This is an optimization exercise on Yosys and OpenROAD, whose aim is small area, a short achievable clock period and few clock cycles per item, not a production implementation. At most, simulation tests tie the RTL to the original design; equivalence was not proved. Function not checked in run 6: the RTL went through the layout flow alone.

## flow/design.v (module list and top-level ports; edited modules follow where they fit)
// module fma_core: 207 lines
// module fma_prefix: 51 lines
// module fma_add: 11 lines
// module fma_lzc78: 42 lines
// module fma_mul24: 1054 lines
// module fma_fa: 10 lines
// module fma_unit: 18 lines
module fma_unit (
    input  wire        clk,
    input  wire        rst,         
    input  wire        in_valid,
    output wire        in_ready,
    input  wire [31:0] a,
    input  wire [31:0] b,
    input  wire [31:0] c,
    output wire        out_valid,
    output wire [31:0] y
);
  // ...
==> flow/flow/run.sh <==
#!/bin/bash
set -euo pipefail
MARGIN=24.55
grep -q 'SETUP_SLACK_MARGIN=5' standard.sh
grep -q 'CLKGATE_MAP_FILE= ' standard.sh
sed -e "s/SETUP_SLACK_MARGIN=5/SETUP_SLACK_MARGIN=${MARGIN}/" \
    -e "s/CLKGATE_MAP_FILE= /CLKGATE_MAP_FILE= 'BUFFER_PORTS_ARGS=-buffer_cell sky130_fd_sc_hd__buf_1' /" \
    standard.sh > standard_custom.sh
grep -q "SETUP_SLACK_MARGIN=${MARGIN}" standard_custom.sh
grep -q "BUFFER_PORTS_ARGS" standard_custom.sh
bash standard_custom.sh > make.log 2>&1
==> flow/standard.sh <==
#!/bin/bash
# synth_recipe.tcl (not shown) runs the flow's synth.tcl, then flattens the netlist and writes it again
# the make line also repeats each setting of config.mk as NAME=value (left out here)
make -C /OpenROAD-flow-scripts/flow DESIGN_CONFIG=/design/flow/config.mk WORK_HOME=/design/flow/orfs CLKGATE_MAP_FILE= SYNTH_SCRIPT=/design/flow/synth_recipe.tcl "${@:-finish}"
==> flow/config.mk <==
export PLATFORM = sky130hd
export DESIGN_NAME = fma_unit
export DESIGN_NICKNAME = fma_unit
export VERILOG_FILES = /design/flow/design.v
export SDC_FILE = /design/flow/constraint.sdc
export NUM_CORES = 4
export LEC_CHECK = 0
export CAP_MARGIN = 20
export CORE_MARGIN = 2
export CORE_UTILIZATION = 70
export CTS_CLUSTER_DIAMETER = 120
export CTS_CLUSTER_SIZE = 25
export PLACE_DENSITY = 0.78
export SETUP_SLACK_MARGIN = 5
export SLEW_MARGIN = 20
export SYNTH_HIERARCHICAL = 1
export SYNTH_MINIMUM_KEEP_SIZE = 0
==> flow/constraint.sdc <==
create_clock -name core_clock -period 32.0 [get_ports {clk}]
set_input_delay 6.4000 -clock core_clock [delete_from_list [all_inputs] [get_ports {clk}]]
set_output_delay 6.4000 -clock core_clock [all_outputs]
set_load 0.01 [all_outputs]
==> metrics.csv, run 1 <==
stage;metric;value;unit
layout;final_common_cell;nand2_1;
min_path;hold_class;register to register;
floorplanning;start_util;70.8;%
placement;pre_cts_ws;22.90;ns
setup_path;critPathTopFamily;flip-flops;
layout;seq_cells;323;
detailed_routing;routed_wl;127000;um
floorplanning;num_tap_cells;696;
global_routing;grt_util_all_layers;44.5;%
detailed_routing;first_iter_violations;4293;
layout;inverters;243;
layout;instances_no_fill;4960;
setup_path;reg2reg_from;u_core.eb2[7];
layout;antenna_cells;3;
status;status;finished clean;
clock_network;cts_tree;done;
global_routing;grt_pass1_vias;34300;
global_routing;antenna_found_initial;5;
min_path;min_to;u_core.inf2;
detailed_routing;post_drt_wl_per_cell;25.6;um
placement;dpl_cell_area;38700;um2
sta;tns;0;ns
clock_network;clk_latency;0.58;ns
Testbench counts, summed over its fixed seeds: cycles 24,032, items 24,000.
==> run 2: changes to the inputs <==
--- a/flow/config.mk
+++ b/flow/config.mk
@@ -9,6 +9,7 @@
 export CORE_MARGIN = 2
-export CORE_UTILIZATION = 70
+export CORE_UTILIZATION = 75
 export CTS_CLUSTER_DIAMETER = 120
 export CTS_CLUSTER_SIZE = 25
-export PLACE_DENSITY = 0.78
+export GPL_TIMING_DRIVEN = 1
+export PLACE_DENSITY = 0.82
 export SETUP_SLACK_MARGIN = 5
==> metrics.csv, run 2 <==
stage;metric;value;unit;change
clock_network;clock_sinks;323;;unchanged
detailed_routing;vias;34200;;was 34.0k
global_routing;grt.overflow.total;0;;unchanged
floorplanning;start_util;75.9;%;was 70.8%
global_routing;grt_pass1_wl;191000;um;was 192000 um
detailed_routing;vias_per_cell;6.96;;was 6.86
clock_network;cts-root-buf;clkbuf_16;;unchanged
detailed_routing;post_drt_wl_per_cell;25.5;um;was 25.6 um
sta;worst_slew_pin_slew;0.985;ns;was 0.945 ns
setup_path;critPathKind;register to output port;;unchanged
sta;skew;0.0250;ns;was 0.0235 ns
placement;detailed_place_hpwl;89500;um;was 91000 um
sta;fin_crit;7.44;ns;was 7.43 ns
setup_path;crit_path_max_incr_delay;0.34;ns;about the same
clock_network;postCtsHoldBufs;0;;unchanged
yosys;synthCells;4211;;unchanged
global_routing;grt_max_degree;62;;was 60
clock_network;cts-buffers-inserted;18;;unchanged
detailed_routing;postRouteAntennaNets;0;;unchanged
floorplanning;coreArea;50200;um2;was 53800 um2
clock_network;cts.path.max_buffers;3;;unchanged
layout;top_regs;u_core.mag2 x78, u_core.mp1 x48;;unchanged
placement;dpl_cell_area;38700;um2;about the same
sta;max_freq;0.134;GHz;was 0.135 GHz
setup_path;critPathArrivalTime;1.04;ns;was 1.03 ns
detailed_routing;dr.pass1.iters;9;;was 8
setup_path;crit_fanout;1;;unchanged
setup_path;critPathTopFamily;flip-flops;;unchanged
setup_path;end_kind;output port;;unchanged
setup_path;required;25.60;ns;about the same
setup_path;crit_chain;buf_2;;unchanged
detailed_routing;post-route-drc-count;0;;unchanged
floorplanning;io_pins;133;;unchanged
clock_network;cts_tree;done;;unchanged
sta;rsz0062_at_grt;yes;;unchanged
placement;portBuffers;131;;unchanged
setup_path;crit_slowest_cell;dfxtp_1;;unchanged
sta;period_share;23.2;%;about the same
floorplanning;die_h;229;um;was 237 um
clock_network;clk_latency;0.58;ns;about the same
floorplanning;fp.dieW;229;um;was 237 um
sta;final.setup.worst_slack;24.56;ns;was 24.57 ns
sta;finalSetupViolCount;0;;unchanged
clock_network;clk_pin_slew;0.10;ns;about the same
layout;nets;4992;;was 5014
detailed_routing;wl_met2;55300;um;was 56200 um
sta;hold_viol;0;;unchanged
yosys;syn-mean-instance-area;9.04;um2;unchanged
yosys;yosysWarnings;8;;unchanged
sta;timing.hold.ws;0.345;ns;was 0.336 ns
yosys;synth_area;38100;um2;unchanged
status;status;finished clean;;unchanged
detailed_routing;wl_met1;44000;um;was 46400 um
layout;final_common_cell;nand2_1;;unchanged
placement;gp_congestion;1.04;;was 1.03
sta;relSlewSlack;32.5;%;was 36.9%
floorplanning;die_area;52600;um2;was 56300 um2
layout;top_register;u_core.mag2;;unchanged
clock_network;cts_max_level;1;;unchanged
sta;finalMaxSlewViolations;0;;unchanged
floorplanning;rows;82;;was 85
detailed_routing;highest_layer;met5;;unchanged
min_path;hold_class;register to register;;unchanged
sta;tns;0;ns;unchanged
layout;drive_gt1_share;9.32;%;was 9.69%
detailed_routing;wl_met3;17000;um;was 16800 um
global_routing;antenna_found_initial;4;;was 5
flow_run;drv_cap;0;;unchanged
placement;pre_cts_ws;23.14;ns;was 22.90 ns
detailed_routing;routed_wl;125000;um;was 127000 um
global_routing;grt_pass1_vias;34600;;was 34.3k
layout;fin_area;39900;um2;was 40200 um2
detailed_routing;first_iter_violations;4688;;was 4293
layout;largest_reg_flops;78;;unchanged
layout;final_cell_mix;nand2_1 (728), fa_1 (493), dfxtp_1 (307), nor2_1 (265), inv_1 (233);;was nand2_1 (727), fa_1 (493), dfxtp_1 (309), nor2_1 (266), inv_1 (233)
layout;syn_to_final_growth;4.75;%;was 5.45%
global_routing;grt_util_all_layers;46.8;%;was 44.5%
setup_path;start_kind;register;;unchanged
setup_path;crit_buf_inv;1;;unchanged
[run 2: cell types whose count changed in the layout (fill, tap and decap cells not counted), moves of 3 or more]
cell / before / now
buf_12: 5 / 1
buf_4: 101 / 82
dfxtp_2: 11 / 16
dfxtp_4: 3 / 0
nor2_2: 5 / 2
o21ai_2: 3 / 0
[run 2: stage by stage]
step | util [%] | cells
global route | 79.5 | 4912
floorplan | - | 4213
CTS | 78.6 | 4893
global placement | 77.1 | 4862
finish | 79.5 | 4914
detailed placement | 77.1 | 4862
[run 2: worst paths after layout]
check / startpoint / to / slack, ns / cells past startpoint
worst max register to register: u_core.b0[24] / u_core.mp1[45] / 24.74 / 22
worst max-delay path: u_core.y[10] / y[10] / 24.56 / 1
worst min-delay path: u_core.inf1 / u_core.inf2 / 0.34 / 0
worst min register to register: u_core.inf1 / u_core.inf2 / 0.34 / 0
[run 2: layout make-up]
class	instances	area, um2
multi-input combinational	3422	29700
fill	3183	10300
sequential	323	6490
timing repair buffer	226	1360
inverter	242	915
tap	672	841
clock buffer	20	468
clock inverter	6	73.8
timing repair inverter	1	5.00
antenna	2	5.00
[run 2: per-layer routing]
| layer | global-route usage (%) | vias up |
|---|---|---|
| met5 | 0 | - |
| met4 | 26.9 | 2 |
| met3 | 14.1 | 815 |
| met2 | 72.7 | 2890 |
| met1 | 58.5 | 16100 |
| li1 | - | 14400 |
[run 2: what timing repair did]
action                                  4_1_cts  5_1_grt
pin swaps                                     2       13
gates cloned                                  2        4
endpoints found under the setup margin       25       51
setup buffers                                 3       15
gates resized for setup                      49       85
==> run 3: changes to the inputs <==
--- a/flow/flow/run.sh
+++ b/flow/flow/run.sh
@@ -2,3 +2,3 @@
 set -euo pipefail
-MARGIN=24.55
+MARGIN=24.5
 grep -q 'SETUP_SLACK_MARGIN=5' standard.sh
==> metrics.csv, run 3 <==
stage;metric;value;unit;change
sta;period_share;23.4;%;was 23.2%
detailed_routing;postRouteAntennaNets;0;;unchanged
sta;tns;0;ns;unchanged
layout;largest_reg_flops;78;;unchanged
yosys;yosysWarnings;8;;unchanged
sta;rsz0062_at_grt;yes;;unchanged
sta;finalMaxSlewViolations;0;;unchanged
sta;relSlewSlack;31.6;%;was 32.5%
clock_network;cts_max_level;1;;unchanged
sta;worst_slew_pin_slew;0.998;ns;was 0.985 ns
floorplanning;start_util;75.9;%;unchanged
yosys;syn-mean-instance-area;9.04;um2;unchanged
detailed_routing;post-route-drc-count;0;;unchanged
detailed_routing;vias_per_cell;6.97;;was 6.96
detailed_routing;routed_wl;124000;um;was 125000 um
global_routing;grt_util_all_layers;46.8;%;unchanged
layout;drive_gt1_share;8.15;%;was 9.32%
sta;skew;0.0260;ns;was 0.0250 ns
global_routing;grt_busiest_layer;met2;;unchanged
floorplanning;die_h;229;um;unchanged
setup_path;end_kind;output port;;unchanged
sta;fin_crit;7.48;ns;was 7.44 ns
setup_path;start_kind;register;;unchanged
min_path;holdPathStages;0;;unchanged
sta;finalSetupViolCount;0;;unchanged
clock_network;postCtsHoldBufs;0;;unchanged
sta;max_freq;0.134;GHz;about the same
clock_network;clk_pin_slew;0.10;ns;about the same
setup_path;rr_worst_depth;20;;was 22
global_routing;antenna_found_initial;4;;unchanged
global_routing;grt_pass1_vias;34600;;about the same
global_routing;grt.overflow.total;0;;unchanged
floorplanning;fp.dieW;229;um;unchanged
sta;hold_viol;0;;unchanged
status;status;finished clean;;unchanged
layout;nets;4984;;was 4992
setup_path;crit_cells;1;;unchanged
global_routing;grt_use_met2;72.7;%;unchanged
min_path;hold_class;register to register;;unchanged
setup_path;crit_fanout;1;;unchanged
setup_path;critPathArrivalTime;1.08;ns;was 1.04 ns
clock_network;cts_tree;done;;unchanged
setup_path;required;25.60;ns;about the same
layout;final_cell_mix;nand2_1 (728), fa_1 (493), dfxtp_1 (313), nor2_1 (265), inv_1 (233);;was nand2_1 (728), fa_1 (493), dfxtp_1 (307), nor2_1 (265), inv_1 (233)
setup_path;crit_chain;buf_1;;was buf_2
setup_path;crit_buf_inv;1;;unchanged
floorplanning;io_pins;133;;unchanged
setup_path;crit_slowest_cell;dfxtp_1;;unchanged
placement;portBuffers;131;;unchanged
placement;gp_congestion;1.04;;unchanged
flow_run;drv_cap;0;;unchanged
layout;top_register;u_core.mag2;;unchanged
placement;detailed_place_hpwl;89500;um;unchanged
clock_network;clock_sinks;323;;unchanged
clock_network;cts.path.max_buffers;3;;unchanged
layout;fin_area;39700;um2;was 39900 um2
clock_network;clk_latency;0.58;ns;about the same
setup_path;crit_path_max_incr_delay;0.35;ns;was 0.34 ns
floorplanning;coreArea;50200;um2;unchanged
placement;dpl_cell_area;38700;um2;unchanged
global_routing;grt_pass1_wl;191000;um;about the same
floorplanning;rows;82;;unchanged
clock_network;cts-root-buf;clkbuf_16;;unchanged
layout;final_util;79.2;%;was 79.5%
yosys;synthCells;4211;;unchanged
global_routing;grt_max_degree;62;;unchanged
global_routing;met1_usage;58.5;%;unchanged
layout;syn_to_final_growth;4.29;%;was 4.75%
layout;final_common_cell;nand2_1;;unchanged
detailed_routing;first_iter_violations;4520;;was 4688
floorplanning;die_area;52600;um2;unchanged
setup_path;critPathTopFamily;flip-flops;;unchanged
clock_network;cts-buffers-inserted;18;;unchanged
detailed_routing;dr.pass1.iters;7;;was 9
detailed_routing;vias;34200;;about the same
layout;top_regs;u_core.mag2 x78, u_core.mp1 x48;;unchanged
global_routing;use_met3;14.1;%;unchanged
yosys;synth_area;38100;um2;unchanged
setup_path;critPathKind;register to output port;;unchanged
detailed_routing;post_drt_wl_per_cell;25.3;um;was 25.5 um
[run 3: metrics by stage]
stage	setup slack [ns]	cells	hold WS (ns)
6_report	24.52	4905	0.343
5_1_grt	24.32	4904	0.351
4_1_cts	24.50	4893	0.344
3_5_place_dp	23.14	4862	0.320
3_3_place_gp	23.31	4862	0.310
2_1_floorplan	25.03	4213	0.310
[run 3: timing repair]
| action | in CTS | in global routing |
|---|---|---|
| setup endpoints to repair | 12 | 25 |
| resized for setup | 36 | 46 |
| cloned | 2 | 1 |
| setup buffers | 3 | 10 |
| hold endpoints to repair | 0 | 0 |
| pin swaps | 2 | 7 |
[run 3: routing by layer]
| metal | wire (um) | up-vias |
|---|---|---|
| met2 | 54900 | 2863 |
| met4 | 8900 | 2 |
| met3 | 16800 | 816 |
| met1 | 43600 | 16200 |
| li1 | - | 14300 |
| met5 | 10 | - |
[run 3: cell type report]
cell class	instances	area, um2
Timing Repair inverter	1	5.00
Tap cell	672	841
Clock inverter	6	73.8
Fill cell	3208	10500
Inverter	242	915
Sequential cell	323	6480
Timing Repair Buffer	219	1250
Multi-Input combinational cell	3421	29700
Clock buffer	20	468
Antenna cell	1	2.50
[run 3: worst paths after layout]
kind / startpoint / to / slack (ns)
setup / recovery: u_core.y[4] / y[4] / 24.52
hold / removal: u_core.inf1 / u_core.inf2 / 0.34
setup reg to reg: u_core.a0[7] / u_core.mp1[45] / 24.61
hold reg to reg: u_core.inf1 / u_core.inf2 / 0.34
==> run 4: changes to the inputs <==
--- a/flow/flow/run.sh
+++ b/flow/flow/run.sh
@@ -2,3 +2,3 @@
 set -euo pipefail
-MARGIN=24.5
+MARGIN=24.55
 grep -q 'SETUP_SLACK_MARGIN=5' standard.sh
--- a/flow/config.mk
+++ b/flow/config.mk
@@ -9,3 +9,3 @@
 export CORE_MARGIN = 2
-export CORE_UTILIZATION = 75
+export CORE_UTILIZATION = 80
 export CTS_CLUSTER_DIAMETER = 120
@@ -13,3 +13,3 @@
 export GPL_TIMING_DRIVEN = 1
-export PLACE_DENSITY = 0.82
+export PLACE_DENSITY = 0.86
 export SETUP_SLACK_MARGIN = 5
==> metrics.csv, run 4 <==
stage;metric;value;unit;change
status;status;finished clean;;unchanged
clock_network;cts_tree;done;;unchanged
setup_path;crit_path_max_incr_delay;0.33;ns;was 0.35 ns
clock_network;postCtsHoldBufs;0;;unchanged
sta;worst_slew_pin_slew;1.16;ns;was 0.998 ns
layout;final_common_cell;nand2_1;;unchanged
yosys;syn-mean-instance-area;9.04;um2;unchanged
setup_path;crit_fanout;1;;unchanged
setup_path;end_kind;output port;;unchanged
global_routing;grt.overflow.total;0;;unchanged
placement;portBuffers;131;;unchanged
floorplanning;rows;79;;was 82
detailed_routing;dr.pass1.iters;13;;was 7
global_routing;antenna_found_initial;7;;was 4
layout;top_regs;u_core.mag2 x78, u_core.mp1 x48;;unchanged
sta;period_share;23.3;%;was 23.4%
sta;tns;0;ns;unchanged
sta;fin_crit;7.46;ns;was 7.48 ns
setup_path;critPathTopFamily;flip-flops;;unchanged
sta;relSlewSlack;22.6;%;was 31.6%
yosys;yosysWarnings;8;;unchanged
sta;max_freq;0.134;GHz;about the same
floorplanning;fp.dieW;222;um;was 229 um
clock_network;cts-root-buf;clkbuf_16;;unchanged
setup_path;critPathKind;register to output port;;unchanged
min_path;hold_class;register to register;;unchanged
setup_path;crit_buf_inv;1;;unchanged
yosys;synth_area;38100;um2;unchanged
layout;final_cell_mix;nand2_1 (728), fa_1 (492), dfxtp_1 (309), nor2_1 (271), inv_1 (231);;was nand2_1 (728), fa_1 (493), dfxtp_1 (313), nor2_1 (265), inv_1 (233)
global_routing;grt_pass1_wl;206000;um;was 191000 um
sta;hold_viol;0;;unchanged
layout;top_register;u_core.mag2;;unchanged
yosys;synthCells;4211;;unchanged
layout;syn_to_final_growth;4.87;%;was 4.29%
clock_network;cts_max_level;1;;unchanged
layout;fin_area;39900;um2;was 39700 um2
detailed_routing;routed_wl;137000;um;was 124000 um
layout;largest_reg_flops;78;;unchanged
detailed_routing;vias;36900;;was 34.2k
setup_path;start_kind;register;;unchanged
layout;drive_gt1_share;9.25;%;was 8.15%
placement;gp_congestion;1.06;;was 1.04
layout;final_util;85.4;%;was 79.2%
sta;skew;0.0208;ns;was 0.0260 ns
sta;finalSetupViolCount;0;;unchanged
clock_network;clk_latency;0.59;ns;was 0.58 ns
clock_network;clk_pin_slew;0.10;ns;about the same
floorplanning;io_pins;133;;unchanged
setup_path;crit_slowest_cell;dfxtp_1;;unchanged
setup_path;required;25.60;ns;about the same
clock_network;cts-buffers-inserted;19;;was 18
global_routing;grt_util_all_layers;54.3;%;was 46.8%
setup_path;crit_chain;buf_1;;unchanged
global_routing;grt_pass1_vias;37300;;was 34.6k
placement;detailed_place_hpwl;92600;um;was 89500 um
detailed_routing;post-route-drc-count;0;;unchanged
global_routing;grt_max_degree;66;;was 62
flow_run;drv_cap;0;;unchanged
detailed_routing;post_drt_wl_per_cell;28.1;um;was 25.3 um
floorplanning;start_util;81.5;%;was 75.9%
detailed_routing;first_iter_violations;6762;;was 4520
sta;rsz0062_at_grt;yes;;unchanged
clock_network;clock_sinks;323;;unchanged
detailed_routing;vias_per_cell;7.57;;was 6.97
placement;dpl_cell_area;38600;um2;was 38700 um2
floorplanning;die_area;49400;um2;was 52600 um2
layout;nets;5010;;was 4984
detailed_routing;postRouteAntennaNets;0;;unchanged
floorplanning;die_h;222;um;was 229 um
floorplanning;coreArea;46800;um2;was 50200 um2
setup_path;critPathArrivalTime;1.06;ns;was 1.08 ns
clock_network;cts.path.max_buffers;3;;unchanged
sta;finalMaxSlewViolations;0;;unchanged
run 4: per-layer routing:
metal | track usage [%] | up-vias | wire, um
met5 | 0.684 | - | 126
met2 | 80.7 | 4036 | 58200
met1 | 63.3 | 17000 | 43400
met4 | 39.7 | 6 | 13200
met3 | 22.8 | 1388 | 22100
li1 | - | 14400 | -
run 4: path summary, 6_finish.rpt:
path	slack, ns	from	depth (start not counted)	endpoint
max	24.54	u_core.y[11]	1	y[11]
min	0.34	u_core.nan1	0	u_core.nan2
max reg2reg	24.58	u_core.b0[19]	19	u_core.mp1[42]
min reg2reg	0.34	u_core.nan1	0	u_core.nan2
run 4: cell type report:
class                           instances  area, um2
Timing Repair Buffer                  243       1470
Clock inverter                          9        128
Fill cell                            2383       6810
Inverter                              242        922
Clock buffer                           19        475
Multi-Input combinational cell       3422      29700
Timing Repair inverter                  1       5.00
Antenna cell                            5       12.5
Tap cell                              607        759
Sequential cell                       323       6490
run 4: worst register-to-register path, stage by stage, from the launching register on:
cell and delay (ns):
dfxtp_2 0.57, buf_4 0.36, nand2_1 0.14, fa_1 0.55, fa_1 0.45, fa_1 0.69
fa_1 0.70, fa_1 0.48, fa_1 0.55, fa_1 0.55, inv_1 0.07, ha_1 0.40
and4_1 0.27, a221oi_4 0.43, a21boi_4 0.37, inv_2 0.13, a21boi_2 0.19, inv_2 0.07
a31o_1 0.23, xor2_1 0.14
run 4: through the flow:
step	setup WS, ns	instances	hold WS (ns)
after floorplan	25.03	4213	0.310
after global placement	23.47	4803	0.312
after CTS	24.45	4834	0.334
after global routing	24.42	4867	0.338
after detailed placement	23.25	4803	0.313
final	24.54	4871	0.336
run 4: repair_timing:
action	CTS	global route
setup endpoints to repair	29	56
gates cloned	1	2
pin swaps	4	10
hold endpoints to repair	0	0
resized for setup	29	82
setup buffers	2	30
==> run 5: changes to the inputs <==
--- a/flow/config.mk
+++ b/flow/config.mk
@@ -9,3 +9,3 @@
 export CORE_MARGIN = 2
-export CORE_UTILIZATION = 80
+export CORE_UTILIZATION = 72
 export CTS_CLUSTER_DIAMETER = 120
@@ -13,3 +13,3 @@
 export GPL_TIMING_DRIVEN = 1
-export PLACE_DENSITY = 0.86
+export PLACE_DENSITY = 0.8
 export SETUP_SLACK_MARGIN = 5
==> metrics.csv, run 5 <==
stage;metric;value;unit;change
layout;final_common_cell;nand2_1;;unchanged
setup_path;rrSetupSlack;24.69;ns;was 24.58 ns
detailed_routing;post_drt_wl_per_cell;24.8;um;was 28.1 um
detailed_routing;routed_wl;122000;um;was 137000 um
detailed_routing;dr.pass1.iters;9;;was 13
clock_network;clk_pin_slew;0.09;ns;was 0.10 ns
layout;largest_reg_flops;78;;unchanged
yosys;syn-mean-instance-area;9.04;um2;unchanged
detailed_routing;postRouteAntennaNets;0;;unchanged
setup_path;required;25.60;ns;about the same
floorplanning;start_util;72.6;%;was 81.5%
clock_network;cts_max_level;1;;unchanged
setup_path;crit_path_max_incr_delay;0.31;ns;was 0.33 ns
placement;detailed_place_hpwl;88300;um;was 92600 um
clock_network;cts-root-buf;clkbuf_16;;unchanged
detailed_routing;first_iter_violations;4094;;was 6762
setup_path;end_kind;output port;;unchanged
floorplanning;die_h;234;um;was 222 um
yosys;synth_area;38100;um2;unchanged
sta;hold_viol;0;;unchanged
layout;nets;4999;;was 5010
layout;drive_gt1_share;9.18;%;was 9.25%
yosys;synthCells;4211;;unchanged
flow_run;drv_cap;0;;unchanged
yosys;yosysWarnings;8;;unchanged
min_path;min_from;u_core.infs1;;was u_core.nan1
floorplanning;coreArea;52400;um2;was 46800 um2
min_path;min_to;u_core.infs2;;was u_core.nan2
placement;portBuffers;131;;unchanged
clock_network;cts-buffers-inserted;18;;was 19
global_routing;grt.overflow.total;0;;unchanged
sta;finalSetupViolCount;0;;unchanged
clock_network;clk_latency;0.57;ns;was 0.59 ns
floorplanning;die_area;54800;um2;was 49400 um2
sta;tns;0;ns;unchanged
global_routing;grt_pass1_wl;187000;um;was 206000 um
sta;relSlewSlack;34.1;%;was 22.6%
min_path;holdPathStages;0;;unchanged
setup_path;critPathArrivalTime;1.02;ns;was 1.06 ns
sta;skew;0.0260;ns;was 0.0208 ns
global_routing;antenna_found_initial;3;;was 7
setup_path;start_kind;register;;unchanged
detailed_routing;post-route-drc-count;0;;unchanged
setup_path;crit_slowest_cell;dfxtp_1;;unchanged
clock_network;cts.path.max_buffers;3;;unchanged
placement;gp_congestion;1.02;;was 1.06
setup_path;crit_fanout;1;;unchanged
detailed_routing;vias_per_cell;6.84;;was 7.57
floorplanning;io_pins;133;;unchanged
min_path;hold_class;register to register;;unchanged
setup_path;crit_buf_inv;1;;unchanged
global_routing;grt_util_all_layers;44.8;%;was 54.3%
setup_path;rr_worst_depth;36;;was 19
layout;fill_cells;3757;;was 2383
setup_path;critPathTopFamily;flip-flops;;unchanged
clock_network;postCtsHoldBufs;0;;unchanged
sta;max_freq;0.135;GHz;was 0.134 GHz
status;status;finished clean;;unchanged
global_routing;grt_max_degree;62;;was 66
setup_path;crit_chain;buf_4;;was buf_1
sta;rsz0062_at_grt;yes;;unchanged
sta;finalMaxSlewViolations;0;;unchanged
sta;worst_slew_pin_slew;0.989;ns;was 1.16 ns
sta;timing.hold.ws;0.332;ns;was 0.336 ns
setup_path;r2r-end;u_core.y[30];;was u_core.mp1[42]
clock_network;cts_tree;done;;unchanged
floorplanning;rows;84;;was 79
sta;period_share;23.2;%;was 23.3%
detailed_routing;vias;33800;;was 36.9k
sta;fin_crit;7.42;ns;was 7.46 ns
global_routing;grt_pass1_vias;33300;;was 37.3k
setup_path;reg2reg_from;u_core.eb2[7];;was u_core.b0[19]
layout;top_regs;u_core.mag2 x78, u_core.mp1 x48;;unchanged
clock_network;clock_sinks;323;;unchanged
layout;final_cell_mix;nand2_1 (728), fa_1 (493), dfxtp_1 (307), nor2_1 (265), inv_1 (232);;was nand2_1 (728), fa_1 (492), dfxtp_1 (309), nor2_1 (271), inv_1 (231)
layout;syn_to_final_growth;4.88;%;was 4.87%
layout;top_register;u_core.mag2;;unchanged
setup_path;critPathKind;register to output port;;unchanged
floorplanning;fp.dieW;234;um;was 222 um
[run 5: cell types whose count changed in the layout (fill, tap and decap cells not counted), sizes merged]
| cell | change |
|---|---|
| buf | -16 |
| bufbuf | +1 |
| bufinv | -1 |
| clkbuf | +7 |
| clkinv | -1 |
| clkinvlp | -1 |
| diode | -2 |
| inv | -1 |
| nor2 | +1 |
| o21ai | -1 |
[run 5: per-layer routing]
metal / wire, um / up-vias / part of all wire, % / GRT usage [%]
met1: 44400 / 16100 / 36 / 57.3
met5: 13 / - / 0.011 / 0
li1: - / 14400 / - / -
met4: 8590 / 2 / 7.0 / 24.4
met2: 53200 / 2537 / 43 / 68.0
met3: 16300 / 698 / 13 / 14.1
[run 5: area by class of cell]
class	count	area, um2	area share (%)
tap	688	861	2.16
timing repair buffer	233	1430	3.57
multi-input combinational	3422	29700	74.3
timing repair inverter	1	7.51	0.0188
clock inverter	5	75.1	0.188
sequential	323	6490	16.3
antenna	3	7.51	0.0188
clock buffer	21	462	1.16
inverter	242	918	2.30
[run 5: timing repair]
item / in CTS / in global routing
setup endpoints to repair: 18 / 40
endpoints found under the hold margin: 0 / 0
pin swaps: 6 / 8
resized for setup: 52 / 76
buffers inserted: 8 / 19
gates cloned: 3 / 1
[run 5: through the flow]
stage | utilization, % | instances | worst slack (ns) | area, um2
6_report | 76.2 | 4938 | 24.58 | 39900
2_1_floorplan | - | 4213 | 25.03 | 38100
3_5_place_dp | 73.8 | 4878 | 23.06 | 38700
5_1_grt | 76.1 | 4935 | 24.39 | 39900
3_3_place_gp | 73.8 | 4878 | 23.11 | 38700
4_1_cts | 75.4 | 4915 | 24.50 | 39500
[run 5: how the worst max path moves through the flow]
| stage | from | to | slack (ns) | cells after the start |
|---|---|---|---|---|
| final | u_core.y[22] | y[22] | 24.58 | 1 |
| after global routing | u_core.eb2[6] | u_core.y[30] | 24.39 | 34 |
| after CTS | u_core.eb2[7] | u_core.y[30] | 24.50 | 36 |
| after detailed placement | u_core.eb2[7] | u_core.y[30] | 23.06 | 33 |
| after global placement | u_core.eb2[7] | u_core.y[30] | 23.11 | 33 |
| after floorplan | u_core.eb2[7] | u_core.y[30] | 25.03 | 35 |
==> module fma_core, before the edit <==
module fma_core (
    input  wire        clk,
    input  wire        rst,
    input  wire        in_valid,
    input  wire [31:0] a,
    input  wire [31:0] b,
    input  wire [31:0] c,
    output reg         out_valid,
    output reg  [31:0] y
);
    localparam [31:0] QNAN = 32'h7FC00000;
    reg        v0;
    reg [31:0] a0, b0, c0;
    always @(posedge clk) begin
        v0 <= rst ? 1'b0 : in_valid;
        a0 <= a;
        b0 <= b;
        c0 <= c;
    end
    wire        sa = a0[31], sb = b0[31], sc = c0[31];
    wire [7:0]  ea = a0[30:23], eb = b0[30:23], ec = c0[30:23];
    wire [22:0] fa = a0[22:0],  fb = b0[22:0],  fc = c0[22:0];
    wire ha = |ea, hb = |eb, hc = |ec;
    wire a_fz = (fa == 23'd0), b_fz = (fb == 23'd0), c_fz = (fc == 23'd0);
    wire a_zero = !ha && a_fz;
    wire b_zero = !hb && b_fz;
    wire c_zero = !hc && c_fz;
    wire a_max = &ea, b_max = &eb, c_max = &ec;
    wire a_inf = a_max && a_fz;
    wire b_inf = b_max && b_fz;
    wire c_inf = c_max && c_fz;
    wire a_nan = a_max && !a_fz;
    wire b_nan = b_max && !b_fz;
    wire c_nan = c_max && !c_fz;
    wire sp = sa ^ sb;
    wire p_zero = a_zero | b_zero;
    wire p_inf  = a_inf | b_inf;
    wire is_nan = a_nan | b_nan | c_nan | (a_inf & b_zero) | (a_zero & b_inf) |
                  (p_inf & c_inf & (sp != sc));
    wire is_inf = p_inf | c_inf;
    wire inf_s  = p_inf ? sp : sc;
    wire [47:0] mp;
    fma_mul24 u_mul (.x({ha, fa}), .y({hb, fb}), .p(mp));
    wire [7:0] xa = {ea[7:1], ea[0] | !ha};
    wire [7:0] xb = {eb[7:1], eb[0] | !hb};
    wire [7:0] xc = {ec[7:1], ec[0] | !hc};
    wire [8:0] es = {1'b0, xa} + {1'b0, xb};
    wire signed [9:0] dd = $signed({1'b0, es}) - $signed({2'b00, xc});
    wire c_far = !c_zero && (p_zero || dd < 10'sd100);
    wire signed [9:0] rs_raw = dd - 10'sd100;
    wire [6:0] rs = c_far ? 7'd0 : (rs_raw > 10'sd127) ? 7'd127 : rs_raw[6:0];
    wire signed [9:0] ebias = c_far ? $signed({2'b00, xc}) + 10'sd1
                                    : $signed({1'b0, es}) - 10'sd99;
    reg  [4:0]  tzc;
    integer i;
    always @* begin
        tzc = 5'd0;
        for (i = 23; i >= 0; i = i - 1)
            if ((i == 23) ? hc : fc[i]) tzc = i[4:0];
    end
    wire c_st = !c_zero && ({2'b00, tzc} + 7'd53 < rs);
    wire sub  = sp ^ sc;
    reg        v1;
    reg [47:0] mp1;
    reg [23:0] mc1;
    reg [6:0]  rs1;
    reg        cst1, far1, pnz1, sub1, sp1, sc1, nan1, inf1, infs1;
    reg signed [9:0] eb1;
    always @(posedge clk) begin
        v1    <= rst ? 1'b0 : v0;
        mp1   <= mp;
        mc1   <= {hc, fc};
        cst1  <= c_st;
        rs1   <= rs;
        far1  <= c_far;
        pnz1  <= !p_zero;
        sub1  <= sub;
        sp1   <= sp;
        sc1   <= sc;
        nan1  <= is_nan;
        inf1  <= is_inf;
        infs1 <= inf_s;
        eb1   <= ebias;
    end
    wire [77:0] c_al = {1'b0, mc1, 53'd0} >> rs1;
    wire [77:0] c_f  = {c_al[77:1], c_al[0] | cst1};
    wire [77:0] p_f  = far1 ? {77'd0, pnz1} : {27'd0, mp1, 3'd0};
    wire [77:0] bo = sub1 ? ~c_f : c_f;
    wire [77:0] gg = p_f & bo;
    wire [77:0] pp = p_f ^ bo;
    wire [77:0] gp, pg;
    wire [77:0] gu [0:7];
    wire [77:0] pu [0:7];
    wire [77:0] gd [1:7];
    wire [77:0] pd [1:7];
    assign gu[0] = gg;
    assign pu[0] = pp;
    genvar k, j;
    generate
        for (k = 0; k < 7; k = k + 1) begin : g_up
            for (j = 0; j < 78; j = j + 1) begin : g_bit
                if (((j + 1) % (2 << k)) == 0) begin : g_op
                    assign gu[k+1][j] = gu[k][j] | (pu[k][j] & gu[k][j - (1 << k)]);
                    assign pu[k+1][j] = pu[k][j] & pu[k][j - (1 << k)];
                end else begin : g_pass
                    assign gu[k+1][j] = gu[k][j];
                    assign pu[k+1][j] = pu[k][j];
                end
            end
        end
        assign gd[7] = gu[7];
        assign pd[7] = pu[7];
        for (k = 6; k >= 1; k = k - 1) begin : g_dn
            for (j = 0; j < 78; j = j + 1) begin : g_bit
                if (((j + 1) % (2 << k)) != 0 && ((j + 1) % (1 << k)) == 0 && j >= (2 << k)) begin : g_op
                    assign gd[k][j] = gd[k+1][j] | (pd[k+1][j] & gd[k+1][j - (1 << k)]);
                    assign pd[k][j] = pd[k+1][j] & pd[k+1][j - (1 << k)];
                end else begin : g_pass
                    assign gd[k][j] = gd[k+1][j];
                    assign pd[k][j] = pd[k+1][j];
                end
            end
        end
        for (j = 0; j < 78; j = j + 1) begin : g_fin
            if ((j % 2) == 0 && j >= 2) begin : g_op
                assign gp[j] = gd[1][j] | (pd[1][j] & gd[1][j-1]);
                assign pg[j] = pd[1][j] & pd[1][j-1];
            end else begin : g_pass
                assign gp[j] = gd[1][j];
                assign pg[j] = pd[1][j];
            end
        end
    endgenerate
    wire        inc = sub1 & gp[77];
    wire        neg = sub1 & !gp[77];
    wire [77:0] cy  = {gp[76:0], 1'b0} | ({78{inc}} & {pg[76:0], 1'b1});
    wire [77:0] mag = pp ^ cy ^ {78{neg}};
    reg        v2;
    reg [77:0] mag2;
    reg        s2, zs2, nan2, inf2, infs2;
    reg signed [9:0] eb2;
    always @(posedge clk) begin
        v2    <= rst ? 1'b0 : v1;
        mag2  <= mag;
        s2    <= neg ? sc1 : sp1;
        zs2   <= sp1 & sc1;
        nan2  <= nan1;
        inf2  <= inf1;
        infs2 <= infs1;
        eb2   <= eb1;
    end
    wire         mkv = (eb2[9:7] == 3'd0);    
    wire [127:0] mkw = {127'd0, mkv} << eb2[6:0];
    wire [77:0]  mk;
    genvar q;
    generate
        for (q = 0; q < 78; q = q + 1) begin : g_mk
            assign mk[q] = mkw[78 - q];
        end
    endgenerate
    wire [6:0] sh;
    wire       mkz;
    fma_lzc78 u_lzc (.x(mag2 | mk), .lz(sh), .zero(mkz));
    wire        mz   = !(|mag2);
    wire        uflz = (eb2 < 10'sd1);       
    wire [77:0] n6  = sh[6] ? {mag2[13:0], 64'd0} : mag2;
    wire [77:0] n5  = sh[5] ? {n6[45:0], 32'd0} : n6;
    wire [77:0] n4  = sh[4] ? {n5[61:0], 16'd0} : n5;
    wire [77:0] n3  = sh[3] ? {n4[69:0], 8'd0}  : n4;
    wire [77:0] n2  = sh[2] ? {n3[73:0], 4'd0}  : n3;
    wire [77:0] n1  = sh[1] ? {n2[75:0], 2'd0}  : n2;
    wire [77:0] n0  = sh[0] ? {n1[76:0], 1'd0}  : n1;
    wire [23:0] mant = n0[77:54];
    wire        grd  = n0[53];
    wire [52:0] stm  = {53{1'b1}} >> sh;
    wire        stk  = |(mag2[52:0] & stm);
    wire        rinc = grd & (stk | mant[0]);
    wire signed [9:0] en = eb2 - $signed({3'd0, sh});
    wire        ovf  = en > 10'sd254;
    wire [22:0] fr1  = mant[22:0] + 23'd1;
    wire [22:0] frac = rinc ? fr1 : mant[22:0];
    wire        cout = rinc & (&mant[22:0]);
    wire [7:0]  ebp  = eb2[7:0] + 8'd1;
    wire [7:0]  em1  = eb2[7:0] + {1'b1, ~sh};
    wire [7:0]  ep1  = ebp - {1'b0, sh};
    wire [7:0]  ex   = (mant[23] & cout) ? ep1 : (mant[23] ^ cout) ? en[7:0] : em1;
    wire [30:0] rnd  = {ex, frac};
    reg [31:0] yr;
    always @* begin
        if (nan2)
            yr = QNAN;
        else if (inf2)
            yr = {infs2, 8'hFF, 23'd0};
        else if (mz)
            yr = {zs2, 31'd0};
        else if (uflz)
            yr = {s2, 31'd0};
        else if (ovf)
            yr = {s2, 8'hFF, 23'd0};
        else
            yr = {s2, rnd};
    end
    always @(posedge clk) begin
        out_valid <= rst ? 1'b0 : v2;
        y         <= yr;
    end
endmodule
==> run 6: changes to the inputs <==
--- a/flow/design.v
+++ b/flow/design.v
@@ -162,3 +162,37 @@
     wire       mkz;
-    fma_lzc78 u_lzc (.x(mag2 | mk), .lz(sh), .zero(mkz));
+    wire [127:0] lw = {mag2 | mk, 50'd0};
+    wire [63:0] lv1;  wire [63:0] lz1;
+    wire [31:0] lv2;  wire [63:0] lz2;
+    wire [15:0] lv3;  wire [47:0] lz3;
+    wire [7:0]  lv4;  wire [31:0] lz4;
+    wire [3:0]  lv5;  wire [19:0] lz5;
+    wire [1:0]  lv6;  wire [11:0] lz6;
+    generate
+        for (q = 0; q < 64; q = q + 1) begin : g_l1
+            assign lv1[q] = lw[2*q+1] | lw[2*q];
+            assign lz1[q] = !lw[2*q+1];
+        end
+        for (q = 0; q < 32; q = q + 1) begin : g_l2
+            assign lv2[q] = lv1[2*q+1] | lv1[2*q];
+            assign lz2[2*q+1:2*q] = lv1[2*q+1] ? {1'b0, lz1[2*q+1]} : {1'b1, lz1[2*q]};
+        end
+        for (q = 0; q < 16; q = q + 1) begin : g_l3
+            assign lv3[q] = lv2[2*q+1] | lv2[2*q];
+            assign lz3[3*q+2:3*q] = lv2[2*q+1] ? {1'b0, lz2[4*q+3:4*q+2]} : {1'b1, lz2[4*q+1:4*q]};
+        end
+        for (q = 0; q < 8; q = q + 1) begin : g_l4
+            assign lv4[q] = lv3[2*q+1] | lv3[2*q];
+            assign lz4[4*q+3:4*q] = lv3[2*q+1] ? {1'b0, lz3[6*q+5:6*q+3]} : {1'b1, lz3[6*q+2:6*q]};
+        end
+        for (q = 0; q < 4; q = q + 1) begin : g_l5
+            assign lv5[q] = lv4[2*q+1] | lv4[2*q];
+            assign lz5[5*q+4:5*q] = lv4[2*q+1] ? {1'b0, lz4[8*q+7:8*q+4]} : {1'b1, lz4[8*q+3:8*q]};
+        end
+        for (q = 0; q < 2; q = q + 1) begin : g_l6
+            assign lv6[q] = lv5[2*q+1] | lv5[2*q];
+            assign lz6[6*q+5:6*q] = lv5[2*q+1] ? {1'b0, lz5[10*q+9:10*q+5]} : {1'b1, lz5[10*q+4:10*q]};
+        end
+    endgenerate
+    assign mkz = !(lv6[1] | lv6[0]);
+    assign sh  = mkz ? 7'd78 : (lv6[1] ? {1'b0, lz6[11:6]} : {1'b1, lz6[5:0]});
     wire        mz   = !(|mag2);
@@ -269,44 +303,2 @@
 endmodule
-module fma_lzc78 (
-    input  wire [77:0] x,
-    output wire [6:0]  lz,
-    output wire        zero
-);
-    wire [127:0] w = {x, 50'd0};
-    wire [63:0] v1;  wire [63:0] z1;
-    wire [31:0] v2;  wire [63:0] z2;
-    wire [15:0] v3;  wire [47:0] z3;
-    wire [7:0]  v4;  wire [31:0] z4;
-    wire [3:0]  v5;  wire [19:0] z5;
-    wire [1:0]  v6;  wire [11:0] z6;
-    genvar i;
-    generate
-        for (i = 0; i < 64; i = i + 1) begin : g_l1
-            assign v1[i] = w[2*i+1] | w[2*i];
-            assign z1[i] = !w[2*i+1];
-        end
-        for (i = 0; i < 32; i = i + 1) begin : g_l2
-            assign v2[i] = v1[2*i+1] | v1[2*i];
-            assign z2[2*i+1:2*i] = v1[2*i+1] ? {1'b0, z1[2*i+1]} : {1'b1, z1[2*i]};
-        end
-        for (i = 0; i < 16; i = i + 1) begin : g_l3
-            assign v3[i] = v2[2*i+1] | v2[2*i];
-            assign z3[3*i+2:3*i] = v2[2*i+1] ? {1'b0, z2[4*i+3:4*i+2]} : {1'b1, z2[4*i+1:4*i]};
-        end
-        for (i = 0; i < 8; i = i + 1) begin : g_l4
-            assign v4[i] = v3[2*i+1] | v3[2*i];
-            assign z4[4*i+3:4*i] = v3[2*i+1] ? {1'b0, z3[6*i+5:6*i+3]} : {1'b1, z3[6*i+2:6*i]};
-        end
-        for (i = 0; i < 4; i = i + 1) begin : g_l5
-            assign v5[i] = v4[2*i+1] | v4[2*i];
-            assign z5[5*i+4:5*i] = v4[2*i+1] ? {1'b0, z4[8*i+7:8*i+4]} : {1'b1, z4[8*i+3:8*i]};
-        end
-        for (i = 0; i < 2; i = i + 1) begin : g_l6
-            assign v6[i] = v5[2*i+1] | v5[2*i];
-            assign z6[6*i+5:6*i] = v5[2*i+1] ? {1'b0, z5[10*i+9:10*i+5]} : {1'b1, z5[10*i+4:10*i]};
-        end
-    endgenerate
-    assign zero = !(v6[1] | v6[0]);
-    assign lz   = zero ? 7'd78 : (v6[1] ? {1'b0, z6[11:6]} : {1'b1, z6[5:0]});
-endmodule
 module fma_mul24 (
--- a/flow/flow/run.sh
+++ b/flow/flow/run.sh
@@ -2,3 +2,3 @@
 set -euo pipefail
-MARGIN=24.55
+MARGIN=24.6
 grep -q 'SETUP_SLACK_MARGIN=5' standard.sh
--- a/flow/config.mk
+++ b/flow/config.mk
@@ -9,7 +9,6 @@
 export CORE_MARGIN = 2
-export CORE_UTILIZATION = 72
+export CORE_UTILIZATION = 70
 export CTS_CLUSTER_DIAMETER = 120
 export CTS_CLUSTER_SIZE = 25
-export GPL_TIMING_DRIVEN = 1
-export PLACE_DENSITY = 0.8
+export PLACE_DENSITY = 0.78
 export SETUP_SLACK_MARGIN = 5
==> metrics.csv, run 6 <==
stage;metric;value;unit;change
global_routing;antenna_found_initial;3;;unchanged
global_routing;grt_max_degree;56;;was 62
sta;period_share;23.3;%;was 23.2%
floorplanning;start_util;70.7;%;was 72.6%
setup_path;crit_path_max_incr_delay;0.34;ns;was 0.31 ns
clock_network;postCtsHoldBufs;0;;unchanged
clock_network;clk_pin_slew;0.10;ns;was 0.09 ns
detailed_routing;highest_layer;met5;;unchanged
setup_path;critPathArrivalTime;1.04;ns;was 1.02 ns
detailed_routing;wl_met2;57200;um;was 53200 um
floorplanning;die_h;237;um;was 234 um
detailed_routing;vias_per_cell;7.07;;was 6.84
sta;finalMaxSlewViolations;0;;unchanged
detailed_routing;routed_wl;132000;um;was 122000 um
clock_network;cts.path.max_buffers;3;;unchanged
sta;finalSetupViolCount;0;;unchanged
min_path;hold_class;register to register;;unchanged
setup_path;critPathKind;register to output port;;unchanged
layout;final_common_cell;nand2_1;;unchanged
setup_path;crit_chain;buf_2;;was buf_4
sta;timing.hold.ws;0.330;ns;was 0.332 ns
floorplanning;rows;85;;was 84
setup_path;crit_fanout;1;;unchanged
floorplanning;die_area;56300;um2;was 54800 um2
setup_path;required;25.60;ns;about the same
layout;drive_gt1_share;9.07;%;was 9.18%
placement;detailed_place_hpwl;94500;um;was 88300 um
placement;portBuffers;131;;unchanged
layout;syn_to_final_growth;5.26;%;was 4.88%
yosys;synth_area;38100;um2;about the same
clock_network;clock_sinks;323;;unchanged
floorplanning;coreArea;53800;um2;was 52400 um2
yosys;yosysWarnings;8;;unchanged
global_routing;grt_pass1_wl;201000;um;was 187000 um
floorplanning;fp.dieW;237;um;was 234 um
sta;worst_slew_pin_slew;1.20;ns;was 0.989 ns
detailed_routing;wl_met1;47700;um;was 44400 um
detailed_routing;first_iter_violations;4914;;was 4094
status;status;finished clean;;unchanged
sta;relSlewSlack;19.3;%;was 34.1%
detailed_routing;dr.pass1.iters;8;;was 9
sta;rsz0062_at_grt;yes;;unchanged
setup_path;crit_buf_inv;1;;unchanged
detailed_routing;postRouteAntennaNets;0;;unchanged
flow_run;drv_cap;0;;unchanged
global_routing;grt_util_all_layers;46.6;%;was 44.8%
sta;hold_viol;0;;unchanged
yosys;synthCells;4245;;was 4211
sta;final.setup.worst_slack;24.56;ns;was 24.58 ns
setup_path;end_kind;output port;;unchanged
clock_network;clk_latency;0.59;ns;was 0.57 ns
setup_path;critPathTopFamily;flip-flops;;unchanged
clock_network;cts_tree;done;;unchanged
sta;max_freq;0.134;GHz;was 0.135 GHz
global_routing;grt_pass1_vias;35200;;was 33.3k
sta;fin_crit;7.44;ns;was 7.42 ns
layout;top_regs;u_core.mag2 x78, u_core.mp1 x48;;unchanged
global_routing;grt.overflow.total;0;;unchanged
layout;nets;5029;;was 4999
layout;final_util;74.5;%;was 76.2%
sta;skew;0.0447;ns;was 0.0260 ns
clock_network;cts-buffers-inserted;19;;was 18
yosys;syn-mean-instance-area;8.97;um2;was 9.04 um2
layout;top_register;u_core.mag2;;unchanged
clock_network;cts-root-buf;clkbuf_16;;unchanged
sta;tns;0;ns;unchanged
detailed_routing;post-route-drc-count;0;;unchanged
detailed_routing;vias;35200;;was 33.8k
layout;final_cell_mix;nand2_1 (725), fa_1 (493), dfxtp_1 (300), inv_1 (225), xnor2_1 (213);;was nand2_1 (728), fa_1 (493), dfxtp_1 (307), nor2_1 (265), inv_1 (232)
clock_network;cts_max_level;1;;unchanged
setup_path;crit_slowest_cell;dfxtp_1;;unchanged
placement;pre_cts_ws;22.74;ns;was 23.06 ns
layout;largest_reg_flops;78;;unchanged
setup_path;start_kind;register;;unchanged
detailed_routing;post_drt_wl_per_cell;26.6;um;was 24.8 um
detailed_routing;wl_met3;18700;um;was 16300 um
floorplanning;io_pins;133;;unchanged
placement;gp_congestion;1.10;;was 1.02
[run 6: layout make-up]
| type | count | area [um2] |
|---|---|---|
| timing repair buffer | 250 | 1540 |
| sequential | 323 | 6510 |
| fill | 3873 | 13700 |
| clock inverter | 8 | 109 |
| antenna | 1 | 2.50 |
| clock buffer | 19 | 475 |
| multi-input combinational | 3437 | 29600 |
| tap | 696 | 871 |
| inverter | 238 | 922 |
| timing repair inverter | 1 | 5.00 |
[run 6: final timing paths]
check	startpoint	end	slack, ns	cells past startpoint
setup / recovery	u_core.y[25]	y[25]	24.56	1
hold reg to reg	u_core.eb1[3]	u_core.eb2[3]	0.33	0
setup reg to reg	u_core.mag2[73]	u_core.y[30]	24.64	30
hold / removal	u_core.eb1[3]	u_core.eb2[3]	0.33	0
[run 6: metrics by stage]
stage          cells  instance area (um2)
2_1_floorplan   4247                38100
3_3_place_gp    4912                38700
3_5_place_dp    4912                38700
4_1_cts         4953                39600
5_1_grt         4972                40100
6_report        4973                40100
[run 6: layer usage]
metal	vias to the layer above	track usage, %
li1	14700	-
met2	2944	69.8
met4	6	25.4
met3	788	15.3
met5	-	0
met1	16800	60.2
[run 6: repair_timing]
item,4_1_cts,5_1_grt
setup buffers,13,16
cloned,1,2
pin swaps,5,3
setup endpoints to repair,104,117
gates resized for setup,74,64

static timing again, ports no longer ideal:
In the flow no input, the clock included, has a driving cell. The finished layouts below were timed again as built, in two steps.
Step 1 (the two cells are an assumption about what drives the block):
set clk [get_ports {clk}]
set_driving_cell -lib_cell sky130_fd_sc_hd__clkbuf_16 $clk
set_driving_cell -lib_cell sky130_fd_sc_hd__buf_2 [delete_from_list [all_inputs] $clk]
Step 2 moves the port delays by t, midway between the first and last clock arrival at a register: inputs arrive t later, outputs are due t later. That takes back most of the time a late clock gives input paths.
a / b / c = ideal / step 1 / step 2; a / b = the first two.
run | t, ns | setup WS [ns] | cell pins on the clock port's net
run 1 | 0.631 | 24.565 / 24.501 / 24.686 | 1
run 2 | 0.631 | 24.564 / 24.502 / 24.740 | 1
run 3 | 0.632 | 24.524 / 24.461 / 24.608 | 1
run 4 | 0.647 | 24.536 / 24.473 / 24.579 | 1
run 5 | 0.625 | 24.578 / 24.514 / 24.692 | 1
run 6 | 0.627 | 24.559 / 24.500 / 24.637 | 1
After both steps every run listed still meets setup and hold.
